Source: an optimization exercise on an open RTL-to-GDS flow (aim: small area, a short achievable clock period and few clock cycles per item). Production flows keep margins and buffers that such runs may drop.
In this exercise RTL edits were held to simulation tests only and were not proved equivalent to the original.
Power and IR drop assume default switching activity.

==> flow/run.sh <==
#!/bin/bash
# synth_recipe.tcl (not shown) runs the flow's synth.tcl, then flattens the netlist and writes it again
# the make line also repeats each setting of config.mk as NAME=value (left out here)
make -C /OpenROAD-flow-scripts/flow DESIGN_CONFIG=/design/flow/config.mk WORK_HOME=/design/flow/orfs CLKGATE_MAP_FILE= SYNTH_SCRIPT=/design/flow/synth_recipe.tcl finish
==> flow/config.mk <==
export PLATFORM = sky130hd
export DESIGN_NAME = kf_tss_check
export DESIGN_NICKNAME = kf_tss_check
export VERILOG_FILES = /design/flow/design.v
export SDC_FILE = /design/flow/constraint.sdc
export NUM_CORES = 4
export LEC_CHECK = 0
export CAP_MARGIN = 20
export CORE_MARGIN = 2
export CORE_UTILIZATION = 40
export PLACE_DENSITY = 0.6
export SLEW_MARGIN = 20
==> flow/constraint.sdc <==
create_clock -name core_clock -period 7.0 [get_ports {clk}]
set_input_delay 1.4000 -clock core_clock [delete_from_list [all_inputs] [get_ports {clk}]]
set_output_delay 1.4000 -clock core_clock [all_outputs]
set_load 0.01 [all_outputs]
==> flow/design.v <==
module kf_tss_check (
    input  wire         clk,
    input  wire         rst,
    input  wire         in_valid,
    output wire         in_ready,
    input  wire         in_seq_stopped,
    input  wire         in_pin_owned,
    input  wire [31:0]  in_period,
    input  wire [319:0] in_entry,
    output wire         out_valid,
    output wire [15:0]  out_status,
    output wire [3:0]   out_field
);
    assign in_ready = 1'b1;
    wire [31:0] off  [0:7];
    wire [15:0] slot [0:3];
    genvar g;
    generate
        for (g = 0; g < 8; g = g + 1) begin : g_off
            assign off[g] = in_entry[32*g +: 32];
        end
        for (g = 0; g < 4; g = g + 1) begin : g_slot
            assign slot[g] = in_entry[256 + 16*g +: 16];
        end
    endgenerate
    integer i, k;
    reg [1:0] pre;
    always @(*) begin
        if (!in_seq_stopped)        pre = 2'd1;
        else if (!in_pin_owned)     pre = 2'd2;
        else if (in_period == 32'd0) pre = 2'd3;
        else                        pre = 2'd0;
    end
    reg [3:0] slot_bad;
    always @(*) begin
        for (i = 0; i < 4; i = i + 1) begin
            slot_bad[i] = 1'b0;
            for (k = 0; k < 6; k = k + 1)
                if (slot[i][2*k +: 2] == 2'b11)
                    slot_bad[i] = 1'b1;
            if (slot[i][15:14] == 2'b11)
                slot_bad[i] = 1'b1;
            if (slot[i][13:12] == 2'b00 && slot[i][15:14] != 2'b00)
                slot_bad[i] = 1'b1;
        end
    end
    reg [5:0] fire [0:3];
    reg [3:0] stb2;
    always @(*) begin
        for (i = 0; i < 4; i = i + 1) begin
            for (k = 0; k < 6; k = k + 1)
                fire[i][k] = slot[i][2*k +: 2] != 2'b00;
            stb2[i] = slot[i][15:14] == 2'b01 || slot[i][15:14] == 2'b10;
        end
    end
    reg [7:0] used;
    always @(*) begin
        for (k = 0; k < 6; k = k + 1)
            used[k] = fire[0][k] | fire[1][k] | fire[2][k] | fire[3][k];
        used[6] = 1'b1;
        used[7] = |stb2;
    end
    reg [7:0] c6v;
    always @(*)
        for (k = 0; k < 8; k = k + 1)
            c6v[k] = used[k] && off[k] >= in_period;
    wire near10 = {1'b0, off[1]} < {1'b0, off[0]} + 33'd1024;
    wire near20 = {1'b0, off[2]} < {1'b0, off[0]} + 33'd1024;
    wire near21 = {1'b0, off[2]} < {1'b0, off[1]} + 33'd1024;
    wire near30 = {1'b0, off[3]} < {1'b0, off[0]} + 33'd1024;
    wire near31 = {1'b0, off[3]} < {1'b0, off[1]} + 33'd1024;
    wire near32 = {1'b0, off[3]} < {1'b0, off[2]} + 33'd1024;
    wire near54 = {1'b0, off[5]} < {1'b0, off[4]} + 33'd2048;
    wire near76 = {1'b0, off[7]} < {1'b0, off[6]} + 33'd1024;
    reg [2:0] c7v [0:3];
    always @(*) begin
        for (i = 0; i < 4; i = i + 1) begin
            c7v[i][0] = fire[i][1] & fire[i][0] & near10;
            c7v[i][1] = fire[i][2] & (fire[i][1] ? near21 : fire[i][0] & near20);
            c7v[i][2] = fire[i][3] & (fire[i][2] ? near32 :
                                      fire[i][1] ? near31 : fire[i][0] & near30);
        end
    end
    wire c8 = ((fire[0][4] & fire[0][5]) | (fire[1][4] & fire[1][5]) |
               (fire[2][4] & fire[2][5]) | (fire[3][4] & fire[3][5])) & near54;
    wire c9 = used[7] & near76;
    reg        s_valid;
    reg [1:0]  s_pre;
    reg [3:0]  s_bad;
    reg [7:0]  s_c6;
    reg [2:0]  s_c7 [0:3];
    reg        s_c8, s_c9;
    always @(posedge clk) begin
        s_valid <= in_valid & ~rst;
        s_pre   <= pre;
        s_bad   <= slot_bad;
        s_c6    <= c6v;
        for (i = 0; i < 4; i = i + 1)
            s_c7[i] <= c7v[i];
        s_c8    <= c8;
        s_c9    <= c9;
    end
    localparam [15:0] ST_OK                 = 16'h0000;
    localparam [15:0] ST_SLOT_CODE          = 16'h0106;
    localparam [15:0] ST_EDGE_BEYOND_PERIOD = 16'h0107;
    localparam [15:0] ST_EDGE_SPACING       = 16'h0108;
    localparam [15:0] ST_STROBE_ORDER       = 16'h0109;
    localparam [15:0] ST_SEQ_STATE          = 16'h0200;
    localparam [15:0] ST_PIN_UNASSIGNED     = 16'h0201;
    localparam [15:0] ST_PERIOD_EMPTY       = 16'h0202;
    localparam [3:0]  F_NONE                = 4'd15;
    reg       c5_fail;
    reg [1:0] c5_slot;
    always @(*) begin
        c5_fail = 1'b0;
        c5_slot = 2'd0;
        for (i = 3; i >= 0; i = i - 1)
            if (s_bad[i]) begin
                c5_fail = 1'b1;
                c5_slot = i[1:0];
            end
    end
    reg       c6_fail;
    reg [2:0] c6_off;
    always @(*) begin
        c6_fail = 1'b0;
        c6_off  = 3'd0;
        for (k = 7; k >= 0; k = k - 1)
            if (s_c6[k]) begin
                c6_fail = 1'b1;
                c6_off  = k[2:0];
            end
    end
    reg       c7_fail;
    reg [1:0] c7_off;
    always @(*) begin
        c7_fail = 1'b0;
        c7_off  = 2'd0;
        for (i = 3; i >= 0; i = i - 1)
            if (s_c7[i] != 3'd0) begin
                c7_fail = 1'b1;
                c7_off  = s_c7[i][0] ? 2'd1 : s_c7[i][1] ? 2'd2 : 2'd3;
            end
    end
    reg [15:0] status;
    reg [3:0]  field;
    always @(*) begin
        if (s_pre == 2'd1) begin
            status = ST_SEQ_STATE;          field = F_NONE;
        end else if (s_pre == 2'd2) begin
            status = ST_PIN_UNASSIGNED;     field = F_NONE;
        end else if (s_pre == 2'd3) begin
            status = ST_PERIOD_EMPTY;       field = F_NONE;
        end else if (c5_fail) begin
            status = ST_SLOT_CODE;          field = {2'b10, c5_slot};
        end else if (c6_fail) begin
            status = ST_EDGE_BEYOND_PERIOD; field = {1'b0, c6_off};
        end else if (c7_fail) begin
            status = ST_EDGE_SPACING;       field = {2'b00, c7_off};
        end else if (s_c8) begin
            status = ST_EDGE_SPACING;       field = 4'd5;
        end else if (s_c9) begin
            status = ST_STROBE_ORDER;       field = 4'd7;
        end else begin
            status = ST_OK;                 field = F_NONE;
        end
    end
    reg       o_valid;
    reg [5:0] o_status;    
    reg [3:0] o_field;
    always @(posedge clk) begin
        o_valid  <= s_valid & ~rst;
        o_status <= {status[9:8], status[3:0]};
        o_field  <= field;
    end
    assign out_valid  = o_valid;
    assign out_status = {6'd0, o_status[5:4], 4'd0, o_status[3:0]};
    assign out_field  = o_field;
endmodule
==> results of run 1 <==
==> sequential cells by signal (all words and copies together), names as in the netlist, 2 cells and up <==
register  count
s_c7         12
s_c6          8
o_status      6
o_field       4
s_bad         4
s_pre         2
==> synthesized netlist by cell type, drive strengths merged, types with 5 or more instances <==
master / number
a2111oi: 8
a211o: 5
a211oi: 14
a21o: 118
a21oi: 133
a221oi: 11
a22oi: 6
a31oi: 10
a32o: 5
a41oi: 5
and2: 6
and3: 24
and4: 11
buf: 12
clkbuf: 8
dfxtp: 40
ha: 486
inv: 121
maj3: 15
nand2: 74
nand2b: 30
nand3: 64
nand4: 89
nor2: 103
nor2b: 34
nor3: 38
nor4: 38
o2111ai: 15
o211ai: 15
o21a: 14
o21ai: 99
o22ai: 9
or3: 9
xnor2: 63
xor2: 63
==> kinds of logic (layout without fill, tap and decap cells) <==
logic type / count (synthesis) / after routing / share of synthesized area [%]
flip-flops: 40 / 40 / 5.405
buffers and inverters: 141 / 496 / 3.851
XOR/XNOR: 126 / 126 / 7.500
AND/OR/NAND/NOR: 534 / 534 / 19.27
other: 2 / 20 / 0.05069
AO/OA/AOI/OAI: 495 / 495 / 21.83
adder cells (fa/ha/maj): 501 / 501 / 42.09
==> worst paths after layout <==
check / slack, ns / to
min: 0.45 / o_valid$_DFF_P_
min reg2reg: 0.45 / o_valid$_DFF_P_
max reg2reg: 4.92 / o_field[1]$_SDFF_PP1_
max: 1.75 / s_c7[3][2]$_DFF_P_
==> area by class of cell <==
cell class | count | area, um2 | area share, %
clock inverters | 1 | 5.005 | 0.02612
inverters | 121 | 454.2 | 2.370
multi-input cells | 1667 | 13480 | 70.37
well taps | 468 | 585.6 | 3.056
flip-flops and latches | 40 | 800.8 | 4.179
clock buffers | 6 | 128.9 | 0.6726
repair buffers | 368 | 3681 | 19.21
diodes | 9 | 22.52 | 0.1175
==> where the power goes <==
part / leakage [nW] / switching (mW) / total [mW] / internal (mW)
Sequential: 0.335 / 0.0163 / 0.268 / 0.252
Clock: 0.0668 / 0.0902 / 0.220 / 0.130
Combinational: 8.51 / 0.575 / 1.11 / 0.532
Total: 8.91 / 0.682 / 1.59 / 0.913
==> per-stage QoR <==
step / instance area, um2 / hold WS [ns] / setup WS [ns]
5_1_grt: 19160 / 0.4707 / 1.428
2_1_floorplan: 14850 / 0.4138 / 2.854
6_report: 19160 / 0.4470 / 1.749
3_3_place_gp: 19000 / 0.4175 / 1.620
4_1_cts: 19130 / 0.4369 / 1.835
3_5_place_dp: 19000 / 0.4231 / 1.532
==> metal layers <==
layer  vias up  wire (um)
met4        12       1666
met3       104       3733
met2       526      27070
li1       7796          -
met1      7168      24810
met5         -         80
==> flow_metrics.tcl, run 1 <==
set metrics [dict create \
    final_util_pct 52.46 \
    power.leakage_nw 8.914 \
    grt_use_met3_pct 4.740 \
    ios 379 \
    finalSetupViolations 0 \
    synthFlopType "dfxtp_1" \
    clkLatencyLatePin_ns 0.28 \
    num_vias 15610 \
    start_util_pct 40.56 \
    wl_per_cell_um 21.40 \
    cts_buffers 5 \
    drt_iter0_drc 880 \
    min_from "s_valid$_DFF_P_" \
    grt_max_degree 14 \
    met2_usage_pct 50.47 \
    postRouteAntennaNets 0 \
    h-tree-depth 2 \
    gr-usage-met1_pct 35.63 \
    crit_cells 16 \
    syn_inst 1839 \
    ir_worst_vdd_uv 71.90 \
    synth.distinct_cells 66 \
    n_fill_cell 3499 \
    finalNetCount 3046 \
    holdBufCountCts 0 \
    ys_seq_elements 40 \
    dieArea_um2 38590 \
    critical_path.endpoint_type "register" \
    path_cells "clkdlybuf4s50_1 -> ha_1 -> inv_1 -> nor2_1 -> nand3_1 -> nor2_1 -> xnor2_1 -> ha_1 -> and4_1 -> nand4_1 -> nor2_1 -> a221oi_1 -> a2111oi_0 -> o21bai_1 -> o21ai_0 -> a31oi_1" \
    path_max_fanout 7 \
    fin_total_pwr_mw 1.595 \
    async_reset_ff_share_pct 0 \
    maxCapViolCount 0 \
    cts-root-buf "clkbuf_16" \
    finalCriticalPeriod_ns 5.251 \
    ys_seq_area_share_pct 5.405 \
    synth_top_area_share_pct 41.05 \
    arrival_ns 5.40 \
    cp_top_family "simple AND/OR/NAND/NOR gates" \
    max_freq_ghz 0.1905 \
    worst-setup-path-type "input pin to register" \
    yosysWarningCount 4 \
    drt-pass1-iter-count 5 \
    clk_pin_slew_ns 0.06 \
    area_delta_synth_final_pct 29.34 \
    gp_congestion 0.9500 \
    grt_pass1_wl_mm 86.32 \
    timing_hold_violations_final 0 \
    holdPathStages 1 \
    grt_remaining_overflow 0 \
    grtUsageTotal_pct 28.63 \
    synth_enable_flop_cells 0 \
    cts_tree "yes" \
    cts_resized 0 \
    fp.dieW_um 196.4 \
    layout_commonest_cell "ha_1" \
    netlist_area_um2 14810 \
    final_cell_mix "486 x ha_1, 367 x clkdlybuf4s50_1, 133 x a21oi_1" \
    core_um2 36520 \
    fin_skew_ns 0.006249 \
    startpoint "in_entry[42]" \
    busiest_layer "met2" \
    grt_pass1_vias 15190 \
    max_stage_delay_ns 0.68 \
    port_buffers 367 \
    syn_avg_cell_area_um2 8.056 \
    yosysTopAreaCell "ha_1" \
    critical_path_required_ns 7.15 \
    max_slew_margin_pct 25.97 \
    stdcell_count 2680 \
    cpMostUsedCell "nor2_1" \
    worstReg2RegStart "s_c7[0][1]$_DFF_P_" \
    worst_pin_slew_ns 1.100 \
    cp-start-kind "input pin" \
    drc_errors 0 \
    power_density_nw_per_um2 83.24 \
    rsz0062_at_grt "no" \
    cts_buffer_depth 2 \
    row_count 70 \
    crit_buf_inv 2 \
    dp_hpwl_mm 50.28 \
    hold_path.class "register to register" \
    drv_slew 0 \
    die_h_um 196.4 \
    crit_slowest_cell "clkdlybuf4s50_1" \
    wirelength_mm 57.36 \
    post_cts_buffers 0 \
    run_status "complete, no violations" \
    ff2ff_path_depth 7 \
    drive_gt1_share_pct 0.9986 \
    final.period_utilization_pct 75.01 \
    routed_via_density 5.823 \
    post-place-cells 2664 \
    tns_ns 0 \
    antenna_found_initial 15 \
    numClockSinks 40 \
    synth_area_leaders "ha_1 41%, a21o_1 6.0%, dfxtp_1 5.4%" \
]
Testbench counts, summed over its fixed seeds: cycles 24,016, items 24,000.
==> inputs of run 2 (changes only) <==
--- a/flow/design.v
+++ b/flow/design.v
@@ -26,2 +26,66 @@
     integer i, k;
+    function ge32(input [31:0] a, input [31:0] b);
+        reg [31:0] G, P;
+        integer s, j;
+        begin
+            G = a & ~b;
+            P = a | ~b;
+            G[0] = P[0];
+            for (s = 1; s < 32; s = s * 2)
+                for (j = 0; j < 32; j = j + 2 * s) begin
+                    G[j] = G[j+s] | (P[j+s] & G[j]);
+                    P[j] = P[j+s] & P[j];
+                end
+            ge32 = G[0];
+        end
+    endfunction
+    function near_cs(input [31:0] a, input [31:0] b, input integer m);
+        reg [32:0] S, V, G, P;
+        integer s, j;
+        begin
+            for (j = 0; j < 33; j = j + 1) begin
+                if (j == 32) S[j] = 1'b0;
+                else if (j < m) S[j] = ~(a[j] ^ b[j]);
+                else S[j] = a[j] ^ b[j];
+                if (j == 0) V[j] = 1'b1;    
+                else if (j - 1 < m) V[j] = a[j-1] & ~b[j-1];
+                else V[j] = a[j-1] | ~b[j-1];
+            end
+            G = S & V;
+            P = S | V;
+            for (s = 1; s < 33; s = s * 2)
+                for (j = 0; j + s < 33; j = j + 2 * s) begin
+                    G[j] = G[j+s] | (P[j+s] & G[j]);
+                    P[j] = P[j+s] & P[j];
+                end
+            near_cs = ~G[0];
+        end
+    endfunction
+    function lt33(input [32:0] a, input [32:0] c);
+        reg [32:0] G, P;
+        integer s, j;
+        begin
+            G = c & ~a;
+            P = c | ~a;
+            for (s = 1; s < 33; s = s * 2)
+                for (j = 0; j + s < 33; j = j + 2 * s) begin
+                    G[j] = G[j+s] | (P[j+s] & G[j]);
+                    P[j] = P[j+s] & P[j];
+                end
+            lt33 = G[0];
+        end
+    endfunction
+    function [32:0] addp2(input [31:0] b, input integer m);
+        reg t;
+        integer i, j;
+        begin
+            addp2 = {1'b0, b};
+            for (i = m; i < 33; i = i + 1) begin
+                t = 1'b1;
+                for (j = m; j < i; j = j + 1)
+                    t = t & b[j];
+                addp2[i] = (i == 32 ? 1'b0 : b[i]) ^ t;
+            end
+        end
+    endfunction
     reg [1:0] pre;
@@ -65,11 +129,11 @@
         for (k = 0; k < 8; k = k + 1)
-            c6v[k] = used[k] && off[k] >= in_period;
-    wire near10 = {1'b0, off[1]} < {1'b0, off[0]} + 33'd1024;
-    wire near20 = {1'b0, off[2]} < {1'b0, off[0]} + 33'd1024;
-    wire near21 = {1'b0, off[2]} < {1'b0, off[1]} + 33'd1024;
-    wire near30 = {1'b0, off[3]} < {1'b0, off[0]} + 33'd1024;
-    wire near31 = {1'b0, off[3]} < {1'b0, off[1]} + 33'd1024;
-    wire near32 = {1'b0, off[3]} < {1'b0, off[2]} + 33'd1024;
-    wire near54 = {1'b0, off[5]} < {1'b0, off[4]} + 33'd2048;
-    wire near76 = {1'b0, off[7]} < {1'b0, off[6]} + 33'd1024;
+            c6v[k] = used[k] && ge32(off[k], in_period);
+    wire near10 = near_cs(off[1], off[0], 10);
+    wire near20 = near_cs(off[2], off[0], 10);
+    wire near21 = near_cs(off[2], off[1], 10);
+    wire near30 = near_cs(off[3], off[0], 10);
+    wire near31 = near_cs(off[3], off[1], 10);
+    wire near32 = near_cs(off[3], off[2], 10);
+    wire near54 = near_cs(off[5], off[4], 11);
+    wire near76 = near_cs(off[7], off[6], 10);
     reg [2:0] c7v [0:3];
--- a/flow/config.mk
+++ b/flow/config.mk
@@ -11,2 +11,3 @@
 export PLACE_DENSITY = 0.6
+export SETUP_SLACK_MARGIN = 2
 export SLEW_MARGIN = 20
==> run 2 against run 1 <==
Clock skew fell by 0.00076 ns. Largest power group unchanged. Clock power grew 17%. Total power up 7.3%. Hold slack got worse by 0.0014 ns. Final area decreased by 12%. Area after synthesis fell by 14%. First-iteration DRC count increased by 56%. Routed wire length up 3.0%. Combinational power rose by 6%. Register-to-register slack gained 0.02 ns.
==> flow_metrics.tcl, run 2 <==
set metrics [dict create \
    path_cells "clkdlybuf4s50_1 -> inv_1 -> ha_1 -> a2111oi_0 -> a21oi_1 -> nor4bb_1 -> o41ai_1 -> o2111ai_1 -> a31oi_1 -> nand3b_1 -> o311ai_1" \
    worst-setup-path-type "input pin to register" \
    met2_usage_pct 59.56 \
    num_vias 15690 \
    holdPathStages 1 \
    power.leakage_nw 7.237 \
    post-place-cells 2464 \
    antenna_found_initial 2 \
    post_cts_buffers 0 \
    p_int_mw 0.9480 \
    place_ws_ns 1.932 \
    power_density_nw_per_um2 101.0 \
    ff2ff_setup_slack_ns 4.94 \
    cts_buffers 5 \
    numClockSinks 40 \
    async_reset_ff_share_pct 0 \
    row_count 65 \
    postRouteAntennaNets 0 \
    min_from "s_valid$_DFF_P_" \
    cts_buffer_depth 2 \
    die_h_um 182.8 \
    finalCriticalPeriod_ns 4.916 \
    largest_reg_flops 12 \
    rsz0062_at_grt "no" \
    dp_hpwl_mm 51.14 \
    routed_via_density 6.342 \
    netlist_area_um2 12790 \
    synth_top_area_share_pct 26.22 \
    stdcell_count 2474 \
    reg2reg_to "o_field[1]$_SDFF_PP1_" \
    busiest_layer "met2" \
    final.period_utilization_pct 70.23 \
    ir_worst_vdd_uv 77.30 \
    path_max_fanout 4 \
    cts_resized 0 \
    port_buffers 367 \
    yosysMostFrequentCell "ha_1" \
    drt-pass1-iter-count 6 \
    grtUsageTotal_pct 33.51 \
    ys_seq_area_share_pct 6.262 \
    reg_top3 "s_c7: 12 flops, s_c6: 8 flops, o_status: 6 flops" \
    timing_hold_violations_final 0 \
    holdBufCountCts 0 \
    max_stage_delay_ns 0.88 \
    crit_slowest_cell "o41ai_1" \
    finalNetCount 2694 \
    worstReg2RegStart "s_c6[5]$_DFF_P_" \
    wirelength_mm 59.06 \
    fin_skew_ns 0.005489 \
    grt_pass1_wl_mm 87.03 \
    drive_gt1_share_pct 2.174 \
    gp_congestion 0.9908 \
    ff2ff_path_depth 5 \
    dieArea_um2 33410 \
    ys_seq_elements 40 \
    clkLatencyLatePin_ns 0.30 \
    grt_pass1_vias 15080 \
    syn_avg_cell_area_um2 7.396 \
    clkPwrFrac_pct 15.0 \
    switching_power_mw 0.7635 \
    ios 379 \
    arrival_ns 5.12 \
    wl_per_cell_um 23.87 \
    finalSetupViolations 0 \
    core_um2 31560 \
    power_frac_seq_pct 16.1 \
    cts-root-buf "clkbuf_16" \
    yosysWarningCount 4 \
    regMostFlops "s_c7" \
    cts_tree "yes" \
    switching_share_pct 44.61 \
    final_util_pct 53.70 \
    h-tree-depth 2 \
    clk_pin_slew_ns 0.07 \
    drt_iter0_drc 1374 \
    synthFlopType "dfxtp_1" \
    drc_errors 0 \
    max_slew_margin_pct 31.48 \
    critical_path_required_ns 7.20 \
    cp-start-kind "input pin" \
    drv_slew 0 \
    min_to "o_valid$_DFF_P_" \
    yosysTopAreaCell "ha_1" \
    start_util_pct 40.52 \
    synth_commonest_cells "268 x ha_1, 212 x inv_1, 120 x maj3_1" \
    fp.dieW_um 182.8 \
    layout_commonest_cell "clkdlybuf4s50_1" \
    grt_max_degree 17 \
    max_freq_ghz 0.2034 \
    final_cell_mix "367 x clkdlybuf4s50_1, 268 x ha_1, 212 x inv_1" \
    hold_path.class "register to register" \
    synth_area_leaders "ha_1 26%, maj3_1 9.4%, dfxtp_1 6.3%" \
    area_delta_synth_final_pct 32.52 \
    critical_path.endpoint_type "register" \
    grt_use_met3_pct 4.329 \
    synth.distinct_cells 72 \
    gr-usage-met1_pct 42.29 \
    finalWorstSetupSlack_ns 2.084 \
    maxCapViolCount 0 \
    grt_remaining_overflow 0 \
    synth_enable_flop_cells 0 \
    combPwrFrac_pct 68.9 \
    run_status "complete, no violations" \
    worst_pin_slew_ns 1.018 \
    tns_ns 0 \
    syn_inst 1729 \
]
run 2: layout make-up:
class	instances	area, um2
Multi-Input combinational cell	1423	10940
Clock inverter	2	13.76
Clock buffer	6	138.9
Sequential cell	40	800.8
Fill cell	3062	14610
Tap cell	402	503.0
Inverter	232	870.8
Timing Repair Buffer	367	3674
Antenna cell	2	5.005
run 2: worst max-delay path, delay by kind of cell:
kind	cells	cell delay, ns
adders and majority gates	1	0.36
and+or+nand+nor	2	0.30
AOI/OAI and AO/OA	6	2.40
buffers and inverters	2	0.65
run 2: how the worst max path moves through the flow:
stage,startpoint,to,cells past startpoint,slack (ns)
after global placement,in_entry[171],s_c8$_DFF_P_,12,1.86
final,in_entry[37],s_c7[3][2]$_DFF_P_,11,2.08
after floorplan,in_entry[59],s_c7[3][0]$_DFF_P_,10,2.90
after detailed placement,in_entry[171],s_c8$_DFF_P_,12,1.93
after CTS,in_entry[139],s_c8$_DFF_P_,11,2.22
after global routing,in_entry[37],s_c7[3][2]$_DFF_P_,11,2.07
run 2: logic make-up after synthesis:
logic type	after synthesis	share of synthesized area, %
compound gates	603	32.96
fa+ha+maj	398	36.50
buf+inv	275	8.444
flops	40	6.262
other cells	2	0.05873
simple gates	411	15.77
run 2: power by group through the flow:
stage	combinational [mW]	clock, mW	sequential (mW)
after floorplan	0.663	0	0.271
after global placement	1.14	0	0.279
after detailed placement	1.15	0	0.277
after CTS	1.16	0.255	0.273
after global routing	1.28	0.265	0.276
final	1.18	0.257	0.275
run 2: routing by layer:
metal | up-vias | wire length (um)
met5 | - | 11
met4 | 2 | 1734
met3 | 127 | 4741
met2 | 798 | 27920
met1 | 7326 | 24650
li1 | 7437 | -
run 2: per-stage QoR:
stage / power [mW] / cell area, um2 / hold WS (ns)
6_report: 1.712 / 16950 / 0.4456
4_1_cts: 1.685 / 16940 / 0.4515
2_1_floorplan: 0.9337 / 12820 / 0.4138
5_1_grt: 1.824 / 16940 / 0.4657
3_5_place_dp: 1.426 / 16790 / 0.4368
3_3_place_gp: 1.415 / 16790 / 0.4250
Testbench counts of run 2, summed over its fixed seeds: cycles 24,016, items 24,000.
==> inputs of run 3 (changes only) <==
--- a/flow/config.mk
+++ b/flow/config.mk
@@ -11,3 +11,3 @@
 export PLACE_DENSITY = 0.6
-export SETUP_SLACK_MARGIN = 2
+export SETUP_SLACK_MARGIN = 3.5
 export SLEW_MARGIN = 20
==> run 3 against run 2 <==
Still clean. Sequential share of layout area is 0.62 points lower. Clock skew is 0.0062 ns higher. Global-route usage is 1.4 points higher. Area after synthesis stayed put. Synthesized cell count stayed put. Clock power is 5% higher. First-iteration DRC count is 2.8% higher. Count of clock-buffer cells in the layout is 1 lower. Total power is 15% higher. Die area stayed put. Register-to-register slack worse by 0.11 ns. Critical path depth is 1 higher. Critical path type unchanged. Largest power group unchanged.
==> flow_metrics.tcl, run 3 <==
set metrics [dict create \
    run_status "complete, no violations" \
    cts_buffer_depth 2 \
    max_slew_margin_pct 48.76 \
    finalSetupViolations 0 \
    clkLatencyLatePin_ns 0.29 \
    wirelength_mm 61.74 \
    worst-setup-path-type "input pin to register" \
    holdPathStages 1 \
    startpoint "in_entry[65]" \
    tns_ns 0 \
    core_um2 31560 \
    largest_reg_flops 12 \
    ys_seq_area_share_pct 6.262 \
    ios 379 \
    fin_skew_ns 0.01171 \
    dp_hpwl_mm 50.61 \
    holdWs_ns 0.4394 \
    syn_avg_cell_area_um2 7.396 \
    wl_per_cell_um 23.58 \
    ys_seq_elements 40 \
    clk_pin_slew_ns 0.06 \
    num_vias 16450 \
    cts_buffers 5 \
    yosysTopAreaCell "ha_1" \
    min_from "s_valid$_DFF_P_" \
    layout_commonest_cell "ha_1" \
    drv_slew 0 \
    fin_total_pwr_mw 1.972 \
    worst_pin_slew_ns 0.7657 \
    die_h_um 182.8 \
    path_max_fanout 4 \
    gp_congestion 0.9935 \
    cp-start-kind "input pin" \
    ff2ff_path_depth 5 \
    finalNetCount 2835 \
    postRouteAntennaNets 0 \
    power.leakage_nw 8.506 \
    final_util_pct 61.76 \
    hold_path.class "register to register" \
    grt_remaining_overflow 0 \
    drive_gt1_share_pct 26.32 \
    dieArea_um2 33410 \
    regMostFlops "s_c7" \
    cts_tree "yes" \
    max_freq_ghz 0.2560 \
    netlist_area_um2 12790 \
    finalCriticalPeriod_ns 3.906 \
    synth_enable_flop_cells 0 \
    final_cell_mix "217 x ha_1, 183 x clkdlybuf4s50_1, 144 x inv_1" \
    numClockSinks 40 \
    power_density_nw_per_um2 101.2 \
    synth_area_leaders "ha_1 26%, maj3_1 9.4%, dfxtp_1 6.3%" \
    area_delta_synth_final_pct 52.41 \
    final.period_utilization_pct 55.80 \
    worstReg2RegStart "s_c6[5]$_DFF_P_" \
    drc_errors 0 \
    critical_path_required_ns 7.19 \
    synth.distinct_cells 72 \
    critical_path.endpoint_type "register" \
    drt-pass1-iter-count 7 \
    cts-root-buf "clkbuf_16" \
    synth_commonest_cells "268 x ha_1, 212 x inv_1, 120 x maj3_1" \
    grt_pass1_vias 16160 \
    start_util_pct 40.52 \
    rsz0062_at_grt "yes" \
    yosysWarningCount 4 \
    synthFlopType "dfxtp_1" \
    drt_iter0_drc 1412 \
    grt_max_degree 17 \
    h-tree-depth 2 \
    arrival_ns 4.10 \
    grtUsageTotal_pct 34.90 \
    yosysMostFrequentCell "ha_1" \
    port_buffers 367 \
    fp.dieW_um 182.8 \
    reg_top3 "s_c7: 12 flops, s_c6: 8 flops, o_status: 6 flops" \
    maxCapViolCount 0 \
    grt_pass1_wl_mm 91.20 \
    syn_inst 1729 \
    routed_via_density 6.284 \
    synth_top_area_share_pct 26.22 \
    timing_hold_violations_final 0 \
    antenna_found_initial 10 \
    async_reset_ff_share_pct 0 \
    ir_worst_vdd_uv 134.9 \
    row_count 65 \
]
-- run 3: cell types whose count changed in the layout (fill, tap and decap cells not counted), moves of 26 or more --
| cell | before | now |
|---|---|---|
| dlymetal6s2s_1 | 0 | 26 |
| buf_4 | 0 | 139 |
| inv_2 | 14 | 56 |
| buf_2 | 0 | 28 |
| ha_1 | 268 | 217 |
| dlygate4sd2_1 | 0 | 47 |
| maj3_1 | 120 | 61 |
| ha_4 | 0 | 44 |
| inv_1 | 212 | 144 |
| clkdlybuf4s50_1 | 367 | 183 |
| maj3_2 | 10 | 69 |
-- run 3: final cells by class --
type	instances	area, um2
repair buffers	508	4618
multi-input cells	1423	12420
well taps	402	503.0
clock buffers	5	125.1
fillers	2883	12070
flip-flops and latches	40	800.8
clock inverters	3	42.54
diodes	5	12.51
inverters	232	969.7
-- run 3: per-stage QoR --
| step | worst slack (ns) | instances | instance area (um2) |
|---|---|---|---|
| 5_1_grt | 3.027 | 2615 | 19480 |
| 3_5_place_dp | 2.198 | 2466 | 17130 |
| 2_1_floorplan | 3.228 | 1738 | 13180 |
| 6_report | 3.094 | 2618 | 19490 |
| 4_1_cts | 3.041 | 2587 | 18840 |
| 3_3_place_gp | 2.194 | 2466 | 17130 |
-- run 3: where the power goes --
group | total [mW] | switching (mW) | internal [mW] | leakage, nW
clock network | 0.270 | 0.102 | 0.168 | 0.0798
logic | 1.43 | 0.740 | 0.690 | 8.09
registers | 0.272 | 0.0186 | 0.253 | 0.333
total | 1.97 | 0.861 | 1.11 | 8.51
-- run 3: timing repair --
action                                  in CTS  in global routing
pin swaps                                  139                117
endpoints found under the setup margin      22                 21
resized for setup                          660                214
buffers inserted                           113                 26
hold buffers                                 0                  0
gates cloned                                 0                  0
-- run 3: final timing paths --
check                     endpoint  slack, ns
min                o_valid$_DFF_P_       0.44
min reg2reg        o_valid$_DFF_P_       0.44
max             s_c7[2][2]$_DFF_P_       3.09
max reg2reg  o_field[1]$_SDFF_PP1_       4.83
-- run 3: cell families after synthesis --
logic type / synth area share, %
AOI/OAI and AO/OA: 32.96
buffers and inverters: 8.444
and+or+nand+nor: 15.77
other: 0.05873
DFF: 6.262
adders and majority gates: 36.50
-- run 3: layer usage --
| layer | track usage [%] | routed length (um) | share of wire [%] | vias to the layer above |
|---|---|---|---|---|
| met4 | 13.60 | 2733 | 4.4 | 12 |
| met5 | 0 | 71 | 0.11 | - |
| met1 | 41.39 | 24350 | 39 | 7661 |
| li1 | - | - | - | 7735 |
| met2 | 62.04 | 29510 | 48 | 856 |
| met3 | 6.692 | 5081 | 8.2 | 188 |
-- run 3: critical path, stage by stage --
cell and delay, ns:
buf_8 0.10, inv_6 0.05, ha_4 0.18, maj3_2 0.30
maj3_2 0.29, maj3_2 0.29, maj3_2 0.29, maj3_2 0.32
a21oi_4 0.21, o221ai_2 0.13, a41o_4 0.30, o311ai_2 0.22
==> inputs of run 4 (changes only) <==
--- a/flow/config.mk
+++ b/flow/config.mk
@@ -11,3 +11,2 @@
 export PLACE_DENSITY = 0.6
-export SETUP_SLACK_MARGIN = 3.5
 export SLEW_MARGIN = 20
==> run 4 against run 3 <==
Still clean on timing, DRC and antenna. Register-to-register slack better by 0.11 ns. Global-route usage shrank 1.4 points. Non-clock buffer count down 141. Total power decreased by 13%. Sequential share of layout area grew 0.62 points. Routed wire length shrank 4.3%. Utilization shrank 8.1 points. Hold slack gained 0.0062 ns. Sequential power is essentially flat. Final area shrank 13%. Critical path type unchanged. Critical endpoint is now s_c7[3][2]$_DFF_P_. Largest cell class unchanged. Largest power group unchanged.
==> flow_metrics.tcl, run 4 <==
set metrics [dict create \
    dp_hpwl_mm 51.14 \
    synth_commonest_cells "268 x ha_1, 212 x inv_1, 120 x maj3_1" \
    grt_remaining_overflow 0 \
    clk_pin_slew_ns 0.07 \
    reg2reg_to "o_field[1]$_SDFF_PP1_" \
    num_vias 15690 \
    routed_via_density 6.342 \
    final_util_pct 53.70 \
    ff2ff_path_depth 5 \
    worst_pin_slew_ns 1.018 \
    p_int_mw 0.9480 \
    cts-root-buf "clkbuf_16" \
    port_buffers 367 \
    finalInstanceArea_um2 16950 \
    drt_iter0_drc 1374 \
    dieArea_um2 33410 \
    switching_power_mw 0.7635 \
    finalNetCount 2694 \
    power_frac_seq_pct 16.1 \
    grt_pass1_wl_mm 87.03 \
    numClockSinks 40 \
    cts_buffer_depth 2 \
    final.period_utilization_pct 70.23 \
    ys_seq_elements 40 \
    fin_total_pwr_mw 1.712 \
    grt_max_degree 17 \
    drt-pass1-iter-count 6 \
    yosysWarningCount 4 \
    cts_tree "yes" \
    hold_path.class "register to register" \
    wl_per_cell_um 23.87 \
    synth.distinct_cells 72 \
    critical_path.endpoint_type "register" \
    synthFlopType "dfxtp_1" \
    power.leakage_nw 7.237 \
    ios 379 \
    synth_enable_flop_cells 0 \
    finalSetupViolations 0 \
    synth_top_area_share_pct 26.22 \
    die_h_um 182.8 \
    layout_commonest_cell "clkdlybuf4s50_1" \
    regMostFlops "s_c7" \
    max_freq_ghz 0.2034 \
    h-tree-depth 2 \
    power_density_nw_per_um2 101.0 \
    maxCapViolCount 0 \
    ff2ff_setup_slack_ns 4.94 \
    grtUsageTotal_pct 33.51 \
    area_delta_synth_final_pct 32.52 \
    worstReg2RegStart "s_c6[5]$_DFF_P_" \
    grt_pass1_vias 15080 \
    arrival_ns 5.12 \
    antenna_found_initial 2 \
    yosysMostFrequentCell "ha_1" \
    syn_inst 1729 \
    ir_worst_vdd_uv 77.30 \
    cts_buffers 5 \
    cts_resized 0 \
    dpl_cell_area_um2 16790 \
    postRouteAntennaNets 0 \
    cp-start-kind "input pin" \
    switching_share_pct 44.61 \
    critical_path_required_ns 7.20 \
    reg_top3 "s_c7: 12 flops, s_c6: 8 flops, o_status: 6 flops" \
    drv_slew 0 \
    tns_ns 0 \
    yosysTopAreaCell "ha_1" \
    drive_gt1_share_pct 2.174 \
    core_um2 31560 \
    async_reset_ff_share_pct 0 \
    fp.dieW_um 182.8 \
    ys_seq_area_share_pct 6.262 \
    max_slew_margin_pct 31.48 \
    fin_skew_ns 0.005489 \
    rsz0062_at_grt "no" \
    clkLatencyLatePin_ns 0.30 \
    holdPathStages 1 \
    clkPwrFrac_pct 15.0 \
    synth_area_leaders "ha_1 26%, maj3_1 9.4%, dfxtp_1 6.3%" \
    start_util_pct 40.52 \
    post_cts_buffers 0 \
    timing_hold_violations_final 0 \
    min_to "o_valid$_DFF_P_" \
    worst-setup-path-type "input pin to register" \
    row_count 65 \
    largest_reg_flops 12 \
    combPwrFrac_pct 68.9 \
    min_from "s_valid$_DFF_P_" \
    netlist_area_um2 12790 \
    drc_errors 0 \
    syn_avg_cell_area_um2 7.396 \
    path_max_fanout 4 \
    gp_congestion 0.9908 \
    final_cell_mix "367 x clkdlybuf4s50_1, 268 x ha_1, 212 x inv_1" \
    run_status "complete, no violations" \
    finalCriticalPeriod_ns 4.916 \
    holdBufCountCts 0 \
    wirelength_mm 59.06 \
]
-- run 4: cell counts after synthesis --
Identical to the previous run, type by type.
-- run 4: worst max-delay path by stage --
stage | from | endpoint | cells after the start
after floorplan | in_entry[59] | s_c7[3][0]$_DFF_P_ | 10
after global placement | in_entry[171] | s_c8$_DFF_P_ | 12
after detailed placement | in_entry[171] | s_c8$_DFF_P_ | 12
after CTS | in_entry[139] | s_c8$_DFF_P_ | 11
after global routing | in_entry[37] | s_c7[3][2]$_DFF_P_ | 11
final | in_entry[37] | s_c7[3][2]$_DFF_P_ | 11
-- run 4: final cells by class --
cell class	instances	area, um2
Antenna cell	2	5.005
Clock buffer	6	138.9
Clock inverter	2	13.76
Fill cell	3062	14610
Inverter	232	870.8
Multi-Input combinational cell	1423	10940
Sequential cell	40	800.8
Tap cell	402	503.0
Timing Repair Buffer	367	3674
-- run 4: power groups by stage --
stage                     Sequential (mW)  Combinational [mW]  Clock (mW)
after floorplan                     0.271               0.663           0
after global placement              0.279                1.14           0
after detailed placement            0.277                1.15           0
after CTS                           0.273                1.16       0.255
after global routing                0.276                1.28       0.265
final                               0.275                1.18       0.257
-- run 4: routing by layer --
layer | track usage, % | share of wire (%)
met5 | 0 | 0.019
met4 | 9.728 | 2.9
met3 | 4.329 | 8.0
met2 | 59.56 | 47
met1 | 42.29 | 42
-- run 4: cell families (layout without fill, tap and decap cells) --
| kind of cell | count (synthesis) | in the layout | synth area share [%] |
|---|---|---|---|
| flops | 40 | 40 | 6.262 |
| buf+inv | 275 | 607 | 8.444 |
| simple gates | 411 | 411 | 15.77 |
| other cells | 2 | 13 | 0.05873 |
| fa+ha+maj | 398 | 398 | 36.50 |
| compound gates | 603 | 603 | 32.96 |
-- run 4: metrics by stage --
stage | std cells | hold WS [ns] | worst slack (ns)
floorplan | 1738 | 0.4138 | 2.903
global placement | 2464 | 0.4250 | 1.858
detailed placement | 2464 | 0.4368 | 1.932
CTS | 2472 | 0.4515 | 2.221
global route | 2472 | 0.4657 | 2.070
finish | 2474 | 0.4456 | 2.084
-- run 4: worst max-delay path: stages --
cell and delay, ns:
clkdlybuf4s50_1 0.53, inv_1 0.12, ha_1 0.36, a2111oi_0 0.50
a21oi_1 0.07, nor4bb_1 0.16, o41ai_1 0.88, o2111ai_1 0.26
a31oi_1 0.57, nand3b_1 0.14, o311ai_1 0.12
==> inputs of run 5 (changes only) <==
==> flow/flow/run.sh (new file) <==
#!/bin/bash
# The standard layout (standard.sh), with the ports buffered by the smallest buffer
# (sky130_fd_sc_hd__buf_1) instead of the one buffer_ports picks by default.
set -euo pipefail
export BUFFER_PORTS_ARGS="-buffer_cell sky130_fd_sc_hd__buf_1"
bash standard.sh > standard.log 2>&1
==> flow/standard.sh (new file) <==
#!/bin/bash
# synth_recipe.tcl (not shown) runs the flow's synth.tcl, then flattens the netlist and writes it again
# the make line also repeats each setting of config.mk as NAME=value (left out here)
make -C /OpenROAD-flow-scripts/flow DESIGN_CONFIG=/design/flow/config.mk WORK_HOME=/design/flow/orfs CLKGATE_MAP_FILE= SYNTH_SCRIPT=/design/flow/synth_recipe.tcl "${@:-finish}"
--- a/flow/config.mk
+++ b/flow/config.mk
@@ -11,2 +11,3 @@
 export PLACE_DENSITY = 0.6
+export SETUP_SLACK_MARGIN = 3.5
 export SLEW_MARGIN = 20
removed: flow/run.sh
==> run 5 against run 4 <==
Fmax grew 27%. Count of clock-buffer cells in the layout shrank 1. Combinational power grew 5%. Area after synthesis is the same. Via count grew 1.4%. Die area is the same. Clock power shrank 7%. Highest routed layer unchanged. Critical endpoint is now s_c7[0][2]$_DFF_P_. Routed wire length shrank 2.8%. Hold slack lost 0.020 ns. Critical path type unchanged. Non-clock buffer count grew 82.
==> flow_metrics.tcl, run 5 <==
set metrics [dict create \
    gp_congestion 0.9908 \
    grtUsageTotal_pct 32.79 \
    holdBufCountCts 0 \
    drv_slew 0 \
    combPwrFrac_pct 70.9 \
    finalSetupViolations 0 \
    switching_power_mw 0.8220 \
    worst-setup-path-type "input pin to register" \
    path_max_fanout 4 \
    power_frac_seq_pct 15.5 \
    synth_area_leaders "ha_1 26%, maj3_1 9.4%, dfxtp_1 6.3%" \
    cp-start-kind "input pin" \
    grt_pass1_wl_mm 85.82 \
    reg_top3 "s_c7: 12 flops, s_c6: 8 flops, o_status: 6 flops" \
    drt-pass1-iter-count 8 \
    crit_buf_inv 12 \
    row_count 65 \
    h-tree-depth 2 \
    clkLatencyLatePin_ns 0.30 \
    top_layer "met5" \
    yosysTopAreaCell "ha_1" \
    synthFlopType "dfxtp_1" \
    area_delta_synth_final_pct 30.10 \
    syn_avg_cell_area_um2 7.396 \
    run_status "complete, no violations" \
    async_reset_ff_share_pct 0 \
    cts_tree "yes" \
    maxCapViolCount 0 \
    drt_iter0_drc 1309 \
    postRouteAntennaNets 0 \
    die_h_um 182.8 \
    switching_share_pct 46.85 \
    cts_buffer_depth 2 \
    netlist_area_um2 12790 \
    synth_enable_flop_cells 0 \
    crit_path_end "s_c7[0][2]$_DFF_P_" \
    cp_top_family "buffers and inverters" \
    core_um2 31560 \
    drt-met1-wl_mm 23.97 \
    synth_top_area_share_pct 26.22 \
    ys_seq_elements 40 \
    timing_hold_violations_final 0 \
    finalCriticalPeriod_ns 3.868 \
    numClockSinks 40 \
    dieArea_um2 33410 \
    max_freq_ghz 0.2585 \
    max_slew_margin_pct 40.05 \
    drive_gt1_share_pct 18.26 \
    worstReg2RegStart "s_c6[5]$_DFF_P_" \
    crit_cells 18 \
    max_stage_delay_ns 0.38 \
    holdWs_ns 0.4254 \
    final_cell_mix "290 x buf_1, 243 x ha_1, 178 x inv_1" \
    start_util_pct 40.52 \
    port_buffers 367 \
    dp_hpwl_mm 48.78 \
    cts_buffers 5 \
    clkPwrFrac_pct 13.6 \
    largest_reg_flops 12 \
    final.period_utilization_pct 55.26 \
    grt_remaining_overflow 0 \
    synth.distinct_cells 72 \
    grt_pass1_vias 15390 \
    layout_commonest_cell "buf_1" \
    regMostFlops "s_c7" \
    crit_slowest_cell "a222oi_1" \
    cpMostUsedCell "buf_4" \
    critical_path_required_ns 7.15 \
    startpoint "in_entry[112]" \
    wl_per_cell_um 22.47 \
    dr_wl_met3_mm 4.254 \
    ios 379 \
    min_from "s_valid$_DFF_P_" \
    yosysMostFrequentCell "ha_1" \
    power.leakage_nw 7.056 \
    antenna_found_initial 3 \
    ff2ff_path_depth 5 \
    reg2reg_to "o_field[1]$_SDFF_PP1_" \
    fin_skew_ns 0.01334 \
    ff2ff_setup_slack_ns 4.88 \
    p_int_mw 0.9325 \
    cts-root-buf "clkbuf_16" \
    fp.dieW_um 182.8 \
    hold_path.class "register to register" \
    drc_errors 0 \
    syn_inst 1729 \
    tns_ns 0 \
    ir_worst_vdd_uv 96.42 \
    ys_seq_area_share_pct 6.262 \
    wirelength_mm 57.42 \
    grt_max_degree 17 \
    yosysWarningCount 4 \
    clk_pin_slew_ns 0.07 \
    routed_via_density 6.226 \
    routed-wl-met2_mm 27.24 \
    synth_commonest_cells "268 x ha_1, 212 x inv_1, 120 x maj3_1" \
    critical_path.endpoint_type "register" \
    worst_pin_slew_ns 0.8766 \
    finalNetCount 2776 \
    path_cells "buf_1 -> inv_1 -> ha_1 -> a222oi_1 -> buf_4 -> buf_4 -> buf_4 -> buf_4 -> buf_4 -> buf_4 -> buf_4 -> buf_4 -> buf_4 -> buf_4 -> nand3_1 -> o221ai_2 -> a41o_4 -> o311ai_4" \
    rsz0062_at_grt "yes" \
    power_density_nw_per_um2 105.5 \
    arrival_ns 4.02 \
    num_vias 15910 \
]
run 5: changes by cell type in the layout (fill, tap and decap cells not counted), sizes merged:
cell,change
clkinvlp,+4
inv,-7
clkbuf,+12
buf,+436
clkdlybuf4s50,-367
clkinv,+4
run 5: metrics by stage:
stage          area [um2]  utilization (%)  std cells  worst slack [ns]  total power, mW
5_1_grt             16630            52.70       2554             3.047            1.881
3_3_place_gp        14840            47.02       2466             2.400            1.298
6_report            16640            52.72       2556             3.132            1.755
2_1_floorplan       13180                -       1738             3.228           0.9590
3_5_place_dp        14840            47.02       2466             2.418            1.313
4_1_cts             16040            50.84       2537             3.106            1.669
run 5: cell type report:
class / instances / area (um2)
Inverter: 232 / 948.4
Clock inverter: 3 / 18.77
Clock buffer: 5 / 125.1
Sequential cell: 40 / 800.8
Timing Repair Buffer: 449 / 2306
Multi-Input combinational cell: 1423 / 11930
Antenna cell: 2 / 5.005
Tap cell: 402 / 503.0
Fill cell: 3138 / 14920
run 5: cells by family after synthesis:
group	Yosys count	share of synthesized area, %
AOI/OAI and AO/OA	603	32.96
adders and majority gates	398	36.50
buffers and inverters	275	8.444
DFF	40	6.262
other	2	0.05873
and+or+nand+nor	411	15.77
run 5: worst min path at each step:
stage / endpoint / slack [ns] / cells past startpoint
detailed placement: o_valid$_DFF_P_ / 0.42 / 1
global placement: o_valid$_DFF_P_ / 0.42 / 1
finish: o_valid$_DFF_P_ / 0.43 / 1
CTS: o_valid$_DFF_P_ / 0.43 / 1
global route: o_valid$_DFF_P_ / 0.46 / 1
floorplan: o_valid$_DFF_P_ / 0.41 / 1
run 5: power by group through the flow:
stage	sequential [mW]	combinational, mW	clock (mW)
after CTS	0.271	1.16	0.239
after global routing	0.274	1.36	0.247
final	0.272	1.24	0.238
after detailed placement	0.276	1.04	0
after global placement	0.275	1.02	0
after floorplan	0.271	0.688	0
run 5: layer usage:
metal | GRT usage [%] | vias to the layer above
met5 | 0 | -
met3 | 5.441 | 140
met2 | 57.52 | 764
met1 | 40.55 | 7405
li1 | - | 7600
met4 | 11.36 | 4
run 5: timing repair:
| action | in CTS | in global routing |
|---|---|---|
| pin swaps | 69 | 72 |
| gates resized for setup | 199 | 120 |
| buffers inserted | 63 | 17 |
| hold endpoints to repair | 0 | 0 |
| endpoints found under the setup margin | 22 | 21 |
==> inputs of run 6 (changes only) <==
--- a/flow/config.mk
+++ b/flow/config.mk
@@ -11,3 +11,2 @@
 export PLACE_DENSITY = 0.6
-export SETUP_SLACK_MARGIN = 3.5
 export SLEW_MARGIN = 20
==> run 6 against run 5 <==
Combinational power fell by 17%. Global-route usage fell by 1.8 points. Flip-flop and latch count did not move. Still clean.
==> flow_metrics.tcl, run 6 <==
set metrics [dict create \
    run_status "complete, no violations" \
    dieArea_um2 33410 \
    fin_skew_ns 0.009448 \
    finalSetupViolations 0 \
    ys_seq_elements 40 \
    ys_seq_area_share_pct 6.262 \
    drt-pass1-iter-count 7 \
    grt_max_degree 17 \
    dp_hpwl_mm 48.14 \
    max_stage_delay_ns 0.93 \
    die_h_um 182.8 \
    synth_area_leaders "ha_1 26%, maj3_1 9.4%, dfxtp_1 6.3%" \
    finalInstanceArea_um2 14690 \
    rsz0062_at_grt "no" \
    cts_buffer_depth 2 \
    ios 379 \
    multi_input_area_um2 10940 \
    gp_congestion 1.000 \
    start_util_pct 40.52 \
    timing_hold_violations_final 0 \
    cts_resized 0 \
    wl_per_cell_um 22.08 \
    combPwrFrac_pct 65.1 \
    synth_commonest_cells "268 x ha_1, 212 x inv_1, 120 x maj3_1" \
    holdBufCountCts 0 \
    routed_via_density 6.234 \
    final_util_pct 46.55 \
    synth-simple-area-share_pct 15.77 \
    netlist_area_um2 12790 \
    switching_power_mw 0.7435 \
    finalWorstSetupSlack_ns 2.501 \
    final_cell_mix "367 x buf_1, 268 x ha_1, 212 x inv_1" \
    grtUsageTotal_pct 30.97 \
    syn_avg_cell_area_um2 7.396 \
    grt_pass1_wl_mm 81.36 \
    place_ws_ns 2.207 \
    yosysMostFrequentCell "ha_1" \
    cp_top_family "compound AO/OA/AOI/OAI gates" \
    core_um2 31560 \
    postRouteAntennaNets 0 \
    crit_slowest_cell "o41ai_1" \
    regMostFlops "s_c7" \
    power_density_nw_per_um2 107.7 \
    path_cells "buf_1 -> inv_1 -> ha_1 -> a2111oi_0 -> a21oi_1 -> nor4bb_1 -> o41ai_1 -> o2111ai_1 -> a31oi_1 -> nand3b_1 -> o311ai_1" \
    p_int_mw 0.8390 \
    yosysWarningCount 4 \
    synthXorXnorAreaFrac_pct 0 \
    drive_gt1_share_pct 2.268 \
    grt_remaining_overflow 0 \
    syn_inst 1729 \
    maxCapViolCount 0 \
    numClockSinks 40 \
    arrival_ns 4.71 \
    critical_path_required_ns 7.21 \
    clk_pin_slew_ns 0.07 \
    hold_path.class "register to register" \
    worst-setup-path-type "input pin to register" \
    ir_worst_vdd_uv 83.62 \
    largest_reg_flops 12 \
    synth.distinct_cells 72 \
    max_freq_ghz 0.2223 \
    dpl_cell_area_um2 14510 \
    finalCriticalPeriod_ns 4.499 \
    cts_tree "yes" \
    power.leakage_nw 6.248 \
    seqCellArea_um2 800.8 \
    crit_buf_inv 2 \
    reg_top3 "s_c7: 12 flops, s_c6: 8 flops, o_status: 6 flops" \
    cts_buffers 5 \
    tns_ns 0 \
    layout_commonest_cell "buf_1" \
    post_cts_buffers 0 \
    row_count 65 \
    async_reset_ff_share_pct 0 \
    wirelength_mm 54.72 \
    power_frac_seq_pct 17.3 \
    cp-start-kind "input pin" \
    synth_top_area_share_pct 26.22 \
    yosysTopAreaCell "ha_1" \
    worst_pin_slew_ns 1.142 \
    area_delta_synth_final_pct 14.87 \
    holdWs_ns 0.4482 \
    finalNetCount 2696 \
    clkLatencyLatePin_ns 0.30 \
    synth_mux_area_share_pct 0 \
    fp.dieW_um 182.8 \
    n_fill_cell 3333 \
    cts-root-buf "clkbuf_16" \
    max_slew_margin_pct 23.14 \
    synth_compound_area_share_pct 32.96 \
    final.period_utilization_pct 64.28 \
    antenna_found_initial 5 \
    drc_errors 0 \
    synth_fa_ha_area_share_pct 36.50 \
    drt_iter0_drc 1465 \
    synth_enable_flop_cells 0 \
    switching_share_pct 46.98 \
    grt_pass1_vias 14490 \
    clkPwrFrac_pct 17.6 \
    critical_path.endpoint_type "register" \
    path_max_fanout 4 \
    synth_top_family_by_area "adder cells" \
    drv_slew 0 \
    port_buffers 367 \
    num_vias 15450 \
    synthFlopType "dfxtp_1" \
    h-tree-depth 2 \
]
-- run 6: area by class of cell --
cell class	instances	area share, %
Inverter	232	5.928
Clock buffer	5	0.8518
Antenna cell	4	0.06814
Sequential cell	40	5.451
Timing Repair Buffer	369	9.480
Multi-Input combinational cell	1423	74.48
Clock inverter	3	0.3152
Tap cell	402	3.424
-- run 6: final timing paths --
path | startpoint | end | slack (ns) | cells after the start
setup / recovery | in_entry[37] | s_c7[3][2]$_DFF_P_ | 2.50 | 11
hold / removal | s_valid$_DFF_P_ | o_valid$_DFF_P_ | 0.45 | 1
setup reg to reg | s_c6[5]$_DFF_P_ | o_field[1]$_SDFF_PP1_ | 4.79 | 5
hold reg to reg | s_valid$_DFF_P_ | o_valid$_DFF_P_ | 0.45 | 1
-- run 6: per-layer routing --
layer / global-route usage (%) / vias to the layer above / routed length, um
met2: 54.37 / 770 / 25580
met3: 5.838 / 120 / 4827
met5: 0 / - / 36
met1: 38.47 / 7113 / 22600
li1: - / 7438 / -
met4: 9.088 / 6 / 1663
-- run 6: power by group through the flow --
stage	Clock, mW	Combinational [mW]	Sequential (mW)
global route	0.286	1.14	0.274
detailed placement	0	1.00	0.276
floorplan	0	0.663	0.271
finish	0.279	1.03	0.273
CTS	0.277	1.01	0.272
global placement	0	0.988	0.276
-- run 6: metrics by stage --
stage,cells,power (mW)
6_report,2478,1.583
5_1_grt,2476,1.699
3_5_place_dp,2466,1.281
4_1_cts,2474,1.560
2_1_floorplan,1738,0.9337
3_3_place_gp,2466,1.265
-- run 6: cell families (layout without fill, tap and decap cells) --
kind of cell,count (synthesis),after routing
AO/OA/AOI/OAI,603,603
AND/OR/NAND/NOR,411,411
adder cells (fa/ha/maj),398,398
buffers and inverters,275,609
flip-flops,40,40
other,2,15
-- run 6: worst reg2reg max path, cell delays in order, from the launching register on --
cell      delay, ns
dfxtp_1        0.36
or4_1          0.61
or2_2          0.40
a311o_1        0.29
a311oi_1       0.32
o31ai_1        0.12

-- port drivers added, routing unchanged --
The results above use ideal ports. As a check the final layouts listed here were re-extracted and re-timed, cells and wires unchanged.
Step 1 (the two cells are an assumption about what drives the block):
set clk [get_ports {clk}]
set_driving_cell -lib_cell sky130_fd_sc_hd__clkbuf_16 $clk
set_driving_cell -lib_cell sky130_fd_sc_hd__buf_2 [delete_from_list [all_inputs] $clk]
Step 2 also shifts input and output timing later by t, the mid clock arrival at the registers, as if the neighbouring blocks saw the same clock.
a / b / c = no drivers / after step 1 / after step 2; a / b = the first two.
| run | shift t [ns] | setup slack, ns | worst register clock-pin slew, ns | pins driven straight from the clock port |
|---|---|---|---|---|
| run 1 | 0.323 | 1.749 / 1.744 / 1.422 | 0.06 / 0.06 | 1 |
| run 2 | 0.337 | 2.084 / 2.104 / 1.767 | 0.07 / 0.07 | 1 |
| run 3 | 0.330 | 3.094 / 3.091 / 2.762 | 0.07 / 0.07 | 1 |
| run 4 | 0.337 | 2.084 / 2.104 / 1.767 | 0.07 / 0.07 | 1 |
| run 5 | 0.329 | 3.132 / 3.057 / 2.728 | 0.07 / 0.07 | 1 |
| run 6 | 0.336 | 2.501 / 2.474 / 2.138 | 0.07 / 0.07 | 1 |
After both steps setup and hold are still met in every run listed. The setup slack of run 5, which loses most, moves by -0.075 ns with the drivers and by -0.404 ns with both steps.
